This is an optimization exercise on Yosys and OpenROAD, whose aim is small area, a short achievable clock period and few clock cycles per item, not a production implementation.
At most, simulation tests tie the RTL to the original design; equivalence was not proved.

==> v2 <==
## ecc79_codec
module ecc79_codec (
    input  wire        clk,
    input  wire        rst,
    input  wire        in_valid,
    input  wire        in_mode,
    input  wire [78:0] in_word,
    output reg         out_valid,
    output reg  [78:0] out_word,
    output reg  [1:0]  out_status
);
==> flow/config.mk <==
export PLATFORM = sky130hd
export DESIGN_NAME = ecc79_codec
export DESIGN_NICKNAME = ecc79_codec
export VERILOG_FILES = /design/flow/design.v
export SDC_FILE = /design/flow/constraint.sdc
export NUM_CORES = 4
export LEC_CHECK = 0
export CAP_MARGIN = 20
export CORE_MARGIN = 2
export CORE_UTILIZATION = 40
export SETUP_SLACK_MARGIN = 0.5
export SLEW_MARGIN = 20
==> flow/constraint.sdc <==
create_clock -name core_clock -period 17.0 [get_ports {clk}]
set_input_delay 3.4000 -clock core_clock [delete_from_list [all_inputs] [get_ports {clk}]]
set_output_delay 3.4000 -clock core_clock [all_outputs]
set_load 0.01 [all_outputs]
standard.sh (not shown) runs the stock make flow with config.mk's settings and CLKGATE_MAP_FILE= SYNTH_SCRIPT=/design/flow/synth_recipe.tcl, a recipe that flattens the netlist after the stock synthesis.
==> flow/flow/run.sh <==
#!/bin/bash
# Standard synthesis and layout, with two changes: the port buffers use buf_1
# instead of the buffer_ports default (a delay buffer, clkdlybuf4s50_1), and
# timing repair aims for more setup slack than the clock period needs.
set -euo pipefail
bash standard.sh 'BUFFER_PORTS_ARGS=-buffer_cell sky130_fd_sc_hd__buf_1' \
    SETUP_SLACK_MARGIN=8.4 finish > standard.log 2>&1
==> v24: changes against v2 <==
--- a/flow/design.v
+++ b/flow/design.v
@@ -230,35 +230,34 @@
     assign s3[5] = ^(rem & 14'h3098);
     assign s3[6] = ^(rem & 14'h17c4);
     wire dpar = ^d;
     wire par_in  = dpar ^ (^in_word[78:64]);    
     wire par_enc = dpar ^ (^ec);
     reg        v1, mode1, par1;
     reg [63:0] d1;
     reg [14:0] hi1;    
-    reg [6:0]  s1r, yr;
-    reg        zr, oner, trr;
+    reg [6:0]  s1r, cpr;
+    reg        zr;
     always @(posedge clk) begin
         if (rst) v1 <= 1'b0;
         else     v1 <= in_valid;
         mode1 <= in_mode;
         d1    <= d;
         hi1   <= in_mode ? in_word[78:64] : {par_enc, ec};
         par1  <= par_in;
         s1r   <= s1;
         zr    <= (s1 == 7'd0) && (s3 == 7'd0);
-        yr    <= m_solve(gf_mul(s3, inv_cube(s1)));
-        oner  <= gf_mul(s3, inv_cube(s1)) == 7'd1;
-        trr   <= gf_trace(gf_mul(s3, inv_cube(s1))) != 7'd0;
+        cpr   <= gf_mul(s3, inv_cube(s1));
     end
-    wire [6:0] y0 = yr;
+    wire [6:0] cp = cpr;
     wire       z  = zr;
-    wire       one = oner;
-    wire       trc = trr;
+    wire [6:0] y0 = m_solve(cp);
+    wire       one = (cp == 7'd1);
+    wire       trc = gf_trace(cp) != 7'd0;
     wire [6:0] x1 = gf_mul(s1r, y0);
     wire [6:0] x2 = x1 ^ s1r;
     wire       ok1 = valid_loc(x1) || (x1 == 7'd0);
     wire       ok2 = valid_loc(x2);
     wire       single = one & ok2;             
     wire       fixable = trc & ok1 & ok2;      
     wire       fix = mode1 & (par1 ? single : fixable);
     wire       fixp = mode1 & (par1 ? z : single);
==> flow/flow/run.sh (replaced) <==
#!/bin/bash
# Standard synthesis and layout, with two changes: the port buffers use buf_1
# instead of the buffer_ports default (a delay buffer, clkdlybuf4s50_1), and
# timing repair aims for more setup slack than the clock period needs.
set -euo pipefail
bash standard.sh 'BUFFER_PORTS_ARGS=-buffer_cell sky130_fd_sc_hd__buf_1' \
    SETUP_SLACK_MARGIN=7.7 finish > standard.log 2>&1
==> qor summary <==
| metric | v24 | v2 |
|---|---|---|
| Run status | timing/DRC/antenna clean | timing/DRC/antenna clean |
| Synthesized flop and latch total | 97 | 98 |
| Met1 track demand over resource in global routing | 38.2% | 37.6% |
| Flip-flop and latch area | 1950 µm² | 1970 µm² |
| Data required time of the critical path | 17.22 ns | 17.24 ns |
| Number of combinational gates with multiple inputs | 1,174 | 1,184 |
| Number of nets in the finished design | 1,608 | 1,663 |
| Final RePlAce weighted congestion | 0.971 | 0.972 |
| Number of non-clock inverters | 42 | 26 |
| Area Overhead vs Synth | 10.6% | 20.8% |
| Routed wl met3 | 3870 µm | 4350 µm |
| Clock sinks | 97 | 98 |
| Final antenna diode count | 3 | 0 |
| Total global-route track usage | 26.2% | 27.0% |
Testbench counts of v24, summed over its fixed seeds: cycles 4,800, items 4,800.
The RTL of v2 was laid out without a check of its function.

* * *

==> 11-06 <==
ecc79_codec with an RTL version that a note above also has.
## ecc79_codec
module ecc79_codec (
    input  wire        clk,
    input  wire        rst,
    input  wire        in_valid,
    input  wire        in_mode,
    input  wire [78:0] in_word,
    output reg         out_valid,
    output reg  [78:0] out_word,
    output reg  [1:0]  out_status
);
clock: 17.0 ns
lec_check: 0
cap_margin: 20
core_margin: 2
core_utilization: 40
setup_slack_margin: 0.5
slew_margin: 20
==> flow/flow/run.sh <==
#!/bin/bash
# Standard synthesis and layout, with two changes: the port buffers use buf_1
# instead of the buffer_ports default (a delay buffer, clkdlybuf4s50_1), and
# timing repair after global routing aims for more setup slack than the clock
# period needs (the earlier stages keep the design's margin).
set -euo pipefail
bash standard.sh 'BUFFER_PORTS_ARGS=-buffer_cell sky130_fd_sc_hd__buf_1' \
    cts > standard_cts.log 2>&1
bash standard.sh 'BUFFER_PORTS_ARGS=-buffer_cell sky130_fd_sc_hd__buf_1' \
    SETUP_SLACK_MARGIN=8.4 finish > standard.log 2>&1
==> inputs of 02-25, as changes to 11-06 <==
==> flow/flow/run.sh (replaced) <==
#!/bin/bash
# Standard synthesis and layout; the port buffers use buf_1 instead of the
# buffer_ports default (a delay buffer, clkdlybuf4s50_1).
set -euo pipefail
bash standard.sh 'BUFFER_PORTS_ARGS=-buffer_cell sky130_fd_sc_hd__buf_1' finish > standard.log 2>&1
==> inputs of 12-16, as changes to 11-06 <==
==> flow/flow/run.sh (replaced) <==
#!/bin/bash
# Standard synthesis and layout, with two changes: the port buffers use buf_1
# instead of the buffer_ports default (a delay buffer, clkdlybuf4s50_1), and
# timing repair aims for more setup slack than the clock period needs.
set -euo pipefail
bash standard.sh 'BUFFER_PORTS_ARGS=-buffer_cell sky130_fd_sc_hd__buf_1' \
    SETUP_SLACK_MARGIN=9 finish > standard.log 2>&1
==> notes.md <==
Largest net degree at the start of global routing: 02-25 79; 12-16 47; 11-06 79
Worst slew margin: 02-25 26.9%; 12-16 43.6%; 11-06 28.1%
Buffering stage count on the worst path with inverters included: 02-25 5; 12-16 4; 11-06 3
Amount of wire on met2 after detailed routing: 02-25 19300 um; 12-16 22100 um; 11-06 19700 um
Vias after detailed routing: 02-25 11000; 12-16 12500; 11-06 11200
Result of the run: 02-25 complete, no violations; 12-16 complete, no violations; 11-06 complete, no violations
Worst Setup Slack post-DPL: 02-25 7.28 ns; 12-16 7.36 ns; 11-06 7.28 ns
Multi-input gate area in the final layout: 02-25 9590 sq um; 12-16 11800 sq um; 11-06 10100 sq um
DR pass1 iterations: 02-25 8; 12-16 6; 11-06 6
Total Nets Final: 02-25 1602; 12-16 1766; 11-06 1630
Library cell contributing the largest single delay on the critical path: 02-25 sky130_fd_sc_hd__dfxtp_1; 12-16 sky130_fd_sc_hd__a2111o_1; 11-06 sky130_fd_sc_hd__xnor3_4
Avg WL per Cell: 02-25 22.4 um; 12-16 24.1 um; 11-06 22.7 um
Global routing usage on met3: 02-25 3.19%; 12-16 6.73%; 11-06 3.19%
Worst Path Arrival: 02-25 6.62 ns; 12-16 8.44 ns; 11-06 8.76 ns
Least-Margin Pin Slew: 02-25 1.10 ns; 12-16 0.842 ns; 11-06 1.08 ns
Area growth from synthesis to layout: 02-25 9.27%; 12-16 43.8%; 11-06 16.8%
Fin worst setup slack: 02-25 6.98 ns; 12-16 8.84 ns; 11-06 8.46 ns
Cell count along the critical path: 02-25 21; 12-16 20; 11-06 18
Testbench counts of 11-06, summed over its fixed seeds: cycles 4,800, items 4,800.
Testbench counts of 02-25, summed over its fixed seeds: cycles 4,800, items 4,800.
Testbench counts of 12-16, summed over its fixed seeds: cycles 4,800, items 4,800.

* * *

==> inputs of 08-15 <==
Another version of the RTL of ecc79_codec (not shown whole).
==> flow/config.mk <==
export PLATFORM = sky130hd
export DESIGN_NAME = ecc79_codec
export DESIGN_NICKNAME = ecc79_codec
export VERILOG_FILES = /design/flow/design.v
export SDC_FILE = /design/flow/constraint.sdc
export NUM_CORES = 4
export LEC_CHECK = 0
export CAP_MARGIN = 20
export CORE_MARGIN = 2
export CORE_UTILIZATION = 40
export SETUP_SLACK_MARGIN = 0.5
export SLEW_MARGIN = 20
==> flow/constraint.sdc <==
create_clock -name core_clock -period 17.0 [get_ports {clk}]
set_input_delay 3.4000 -clock core_clock [delete_from_list [all_inputs] [get_ports {clk}]]
set_output_delay 3.4000 -clock core_clock [all_outputs]
set_load 0.01 [all_outputs]
==> flow/flow/run.sh <==
#!/bin/bash
# Standard synthesis and layout, with two changes: the port buffers use buf_1
# instead of the buffer_ports default (a delay buffer, clkdlybuf4s50_1), and
# timing repair aims for more setup slack than the clock period needs.
set -euo pipefail
bash standard.sh 'BUFFER_PORTS_ARGS=-buffer_cell sky130_fd_sc_hd__buf_1' \
    SETUP_SLACK_MARGIN=8.8 finish > standard.log 2>&1
==> 04-20: changes against 08-15 <==
--- a/flow/design.v
+++ b/flow/design.v
@@ -210,23 +210,23 @@
     assign ec[8] = ^(d & 64'hc1be09b1a5c64a3d);
     assign ec[9] = ^(d & 64'ha9516bc533c2771b);
     assign ec[10] = ^(d & 64'h52a2d78a6784ee36);
     assign ec[11] = ^(d & 64'ha545af14cf09dc6c);
     assign ec[12] = ^(d & 64'h4a8b5e299e13b8d8);
     assign ec[13] = ^(d & 64'h9516bc533c2771b0);
     wire [13:0] rem = ec ^ in_word[77:64];
     wire [6:0] s1, s3;
-    assign s1[0] = ^(in_word[77:0] & 78'h881faa16f3959836ba3);
-    assign s1[1] = ^(in_word[77:0] & 78'h1102f542de72b306d746);
-    assign s1[2] = ^(in_word[77:0] & 78'h2204ea85bce5660dae8c);
-    assign s1[3] = ^(in_word[77:0] & 78'hc882faa16f3959836ba);
-    assign s1[4] = ^(in_word[77:0] & 78'h19105f542de72b306d74);
-    assign s1[5] = ^(in_word[77:0] & 78'h3220bea85bce5660dae8);
-    assign s1[6] = ^(in_word[77:0] & 78'h24407d50b79cacc1b5d1);
+    assign s1[0] = ^(rem & 14'h0881);
+    assign s1[1] = ^(rem & 14'h1102);
+    assign s1[2] = ^(rem & 14'h2204);
+    assign s1[3] = ^(rem & 14'h0c88);
+    assign s1[4] = ^(rem & 14'h1910);
+    assign s1[5] = ^(rem & 14'h3220);
+    assign s1[6] = ^(rem & 14'h2440);
     assign s3[0] = ^(rem & 14'h06a1);
     assign s3[1] = ^(rem & 14'h2130);
     assign s3[2] = ^(rem & 14'h2f88);
     assign s3[3] = ^(rem & 14'h0be2);
     assign s3[4] = ^(rem & 14'h2350);
     assign s3[5] = ^(rem & 14'h3098);
     assign s3[6] = ^(rem & 14'h17c4);
     wire dpar = ^d;
==> flow/flow/run.sh (replaced) <==
#!/bin/bash
# Standard synthesis and layout, with two changes: the port buffers use buf_1
# instead of the buffer_ports default (a delay buffer, clkdlybuf4s50_1), and
# timing repair aims for more setup slack than the clock period needs.
set -euo pipefail
bash standard.sh 'BUFFER_PORTS_ARGS=-buffer_cell sky130_fd_sc_hd__buf_1' \
    SETUP_SLACK_MARGIN=8.4 finish > standard.log 2>&1
Settings changed: CORE_UTILIZATION 40 to 50.
==> 02-09: changes against 08-15 <==
--- a/flow/design.v
+++ b/flow/design.v
@@ -210,23 +210,23 @@
     assign ec[8] = ^(d & 64'hc1be09b1a5c64a3d);
     assign ec[9] = ^(d & 64'ha9516bc533c2771b);
     assign ec[10] = ^(d & 64'h52a2d78a6784ee36);
     assign ec[11] = ^(d & 64'ha545af14cf09dc6c);
     assign ec[12] = ^(d & 64'h4a8b5e299e13b8d8);
     assign ec[13] = ^(d & 64'h9516bc533c2771b0);
     wire [13:0] rem = ec ^ in_word[77:64];
     wire [6:0] s1, s3;
-    assign s1[0] = ^(in_word[77:0] & 78'h881faa16f3959836ba3);
-    assign s1[1] = ^(in_word[77:0] & 78'h1102f542de72b306d746);
-    assign s1[2] = ^(in_word[77:0] & 78'h2204ea85bce5660dae8c);
-    assign s1[3] = ^(in_word[77:0] & 78'hc882faa16f3959836ba);
-    assign s1[4] = ^(in_word[77:0] & 78'h19105f542de72b306d74);
-    assign s1[5] = ^(in_word[77:0] & 78'h3220bea85bce5660dae8);
-    assign s1[6] = ^(in_word[77:0] & 78'h24407d50b79cacc1b5d1);
+    assign s1[0] = ^(rem & 14'h0881);
+    assign s1[1] = ^(rem & 14'h1102);
+    assign s1[2] = ^(rem & 14'h2204);
+    assign s1[3] = ^(rem & 14'h0c88);
+    assign s1[4] = ^(rem & 14'h1910);
+    assign s1[5] = ^(rem & 14'h3220);
+    assign s1[6] = ^(rem & 14'h2440);
     assign s3[0] = ^(rem & 14'h06a1);
     assign s3[1] = ^(rem & 14'h2130);
     assign s3[2] = ^(rem & 14'h2f88);
     assign s3[3] = ^(rem & 14'h0be2);
     assign s3[4] = ^(rem & 14'h2350);
     assign s3[5] = ^(rem & 14'h3098);
     assign s3[6] = ^(rem & 14'h17c4);
     wire dpar = ^d;
@@ -250,18 +250,56 @@
     end
     wire [6:0] cp = cpr;
     wire       z  = zr;
     wire [6:0] y0 = m_solve(cp);
     wire       one = (cp == 7'd1);
     wire       trc = gf_trace(cp) != 7'd0;
     wire [6:0] x1 = gf_mul(s1r, y0);
     wire [6:0] x2 = x1 ^ s1r;
-    wire       ok1 = valid_loc(x1) || (x1 == 7'd0);
-    wire       ok2 = valid_loc(x2);
+    wire [7:0]  u1 = 8'd1 << x1[2:0];
+    wire [15:0] hv1 = 16'd1 << x1[6:3];
+    wire [15:0] g1;
+    assign g1[0] = |(u1 & 8'h7f);
+    assign g1[1] = |(u1 & 8'h1f);
+    assign g1[2] = |(u1 & 8'h55);
+    assign g1[3] = |(u1 & 8'hab);
+    assign g1[4] = |(u1 & 8'hb9);
+    assign g1[5] = |(u1 & 8'hbb);
+    assign g1[6] = |(u1 & 8'hed);
+    assign g1[7] = |(u1 & 8'h66);
+    assign g1[8] = |(u1 & 8'h63);
+    assign g1[9] = |(u1 & 8'h0f);
+    assign g1[10] = |(u1 & 8'hef);
+    assign g1[11] = |(u1 & 8'he5);
+    assign g1[12] = |(u1 & 8'h53);
+    assign g1[13] = |(u1 & 8'hfc);
+    assign g1[14] = |(u1 & 8'h1e);
+    assign g1[15] = |(u1 & 8'h34);
+    wire [7:0]  u2 = 8'd1 << x2[2:0];
+    wire [15:0] hv2 = 16'd1 << x2[6:3];
+    wire [15:0] g2;
+    assign g2[0] = |(u2 & 8'h7e);
+    assign g2[1] = |(u2 & 8'h1f);
+    assign g2[2] = |(u2 & 8'h55);
+    assign g2[3] = |(u2 & 8'hab);
+    assign g2[4] = |(u2 & 8'hb9);
+    assign g2[5] = |(u2 & 8'hbb);
+    assign g2[6] = |(u2 & 8'hed);
+    assign g2[7] = |(u2 & 8'h66);
+    assign g2[8] = |(u2 & 8'h63);
+    assign g2[9] = |(u2 & 8'h0f);
+    assign g2[10] = |(u2 & 8'hef);
+    assign g2[11] = |(u2 & 8'he5);
+    assign g2[12] = |(u2 & 8'h53);
+    assign g2[13] = |(u2 & 8'hfc);
+    assign g2[14] = |(u2 & 8'h1e);
+    assign g2[15] = |(u2 & 8'h34);
+    wire       ok1 = |(hv1 & g1);
+    wire       ok2 = |(hv2 & g2);
     wire       single = one & ok2;             
     wire       fixable = trc & ok1 & ok2;      
     wire       fix = mode1 & (par1 ? single : fixable);
     wire       fixp = mode1 & (par1 ? z : single);
     wire [7:0]  l1, l2;
     wire [15:0] h1, h2;
     genvar gi;
     generate
==> flow/flow/run.sh (replaced) <==
#!/bin/bash
# Standard synthesis and layout, with two changes: the port buffers use buf_1
# instead of the buffer_ports default (a delay buffer, clkdlybuf4s50_1), and
# timing repair aims for more setup slack than the clock period needs.
set -euo pipefail
bash standard.sh 'BUFFER_PORTS_ARGS=-buffer_cell sky130_fd_sc_hd__buf_1' \
    SETUP_SLACK_MARGIN=8.4 finish > standard.log 2>&1
==> 06-05: changes against 08-15 <==
--- a/flow/design.v
+++ b/flow/design.v
@@ -210,23 +210,23 @@
     assign ec[8] = ^(d & 64'hc1be09b1a5c64a3d);
     assign ec[9] = ^(d & 64'ha9516bc533c2771b);
     assign ec[10] = ^(d & 64'h52a2d78a6784ee36);
     assign ec[11] = ^(d & 64'ha545af14cf09dc6c);
     assign ec[12] = ^(d & 64'h4a8b5e299e13b8d8);
     assign ec[13] = ^(d & 64'h9516bc533c2771b0);
     wire [13:0] rem = ec ^ in_word[77:64];
     wire [6:0] s1, s3;
-    assign s1[0] = ^(in_word[77:0] & 78'h881faa16f3959836ba3);
-    assign s1[1] = ^(in_word[77:0] & 78'h1102f542de72b306d746);
-    assign s1[2] = ^(in_word[77:0] & 78'h2204ea85bce5660dae8c);
-    assign s1[3] = ^(in_word[77:0] & 78'hc882faa16f3959836ba);
-    assign s1[4] = ^(in_word[77:0] & 78'h19105f542de72b306d74);
-    assign s1[5] = ^(in_word[77:0] & 78'h3220bea85bce5660dae8);
-    assign s1[6] = ^(in_word[77:0] & 78'h24407d50b79cacc1b5d1);
+    assign s1[0] = ^(rem & 14'h0881);
+    assign s1[1] = ^(rem & 14'h1102);
+    assign s1[2] = ^(rem & 14'h2204);
+    assign s1[3] = ^(rem & 14'h0c88);
+    assign s1[4] = ^(rem & 14'h1910);
+    assign s1[5] = ^(rem & 14'h3220);
+    assign s1[6] = ^(rem & 14'h2440);
     assign s3[0] = ^(rem & 14'h06a1);
     assign s3[1] = ^(rem & 14'h2130);
     assign s3[2] = ^(rem & 14'h2f88);
     assign s3[3] = ^(rem & 14'h0be2);
     assign s3[4] = ^(rem & 14'h2350);
     assign s3[5] = ^(rem & 14'h3098);
     assign s3[6] = ^(rem & 14'h17c4);
     wire dpar = ^d;
==> notes <==
06-05 completed with no timing, DRC or antenna violations. 04-20 finished clean. 08-15 went through all stages and came out clean. 02-09 completed without violations.
First-iteration DRC count: 04-20 < 06-05 < 08-15 < 02-09.
Die area: 06-05 is smaller than 08-15 (8.1%).
Area after synthesis is about the same in 06-05 and 02-09.
In 02-09 the synthesized cell count is smaller than in 08-15, by 8.8%.
In flip-flop and latch count, 02-09 and 08-15 do not differ.
No run of this note included a check of the RTL's function; only the layout flow was run.

==> port drivers added, routing unchanged <==
No port has a modelled driver above. Below, the same layouts with a new extraction and two added sets of constraints. Step 1 assumes that a clkbuf_16 drives the clock port and a buf_2 every other input. Step 2 moves the port delays by t, midway between the first and last clock arrival at a register: inputs arrive t later, outputs are due t later. That takes back most of the time a late clock gives input paths. a / b / c = ideal / step 1 / step 2; a / b = the first two.
| run | t (ns) | setup WS [ns] | clock arrival spread, ns | pins driven straight from the clock port |
|---|---|---|---|---|
| v2 | 0.398 | 8.475 / 8.488 / 8.089 | 0.017 / 0.017 | 1 |
| v24 | 0.396 | 7.904 / 7.922 / 7.527 | 0.019 / 0.019 | 1 |
| 11-06 | 0.393 | 8.465 / 8.479 / 8.086 | 0.020 / 0.020 | 1 |
| 02-25 | 0.395 | 6.975 / 6.933 / 7.076 | 0.023 / 0.023 | 1 |
| 12-16 | 0.412 | 8.842 / 8.861 / 8.448 | 0.020 / 0.019 | 1 |
| 08-15 | 0.394 | 8.474 / 8.433 / 8.541 | 0.023 / 0.022 | 1 |
| 04-20 | 0.405 | 8.541 / 8.539 / 8.164 | 0.021 / 0.021 | 1 |
| 02-09 | 0.399 | 8.506 / 8.503 / 8.127 | 0.017 / 0.017 | 1 |
| 06-05 | 0.399 | 8.697 / 8.656 / 8.574 | 0.015 / 0.015 | 1 |
After both steps setup and hold are still met in every run listed. For 12-16, which loses most, drivers alone change the setup slack by +0.019 ns; drivers and shift together by -0.394 ns.
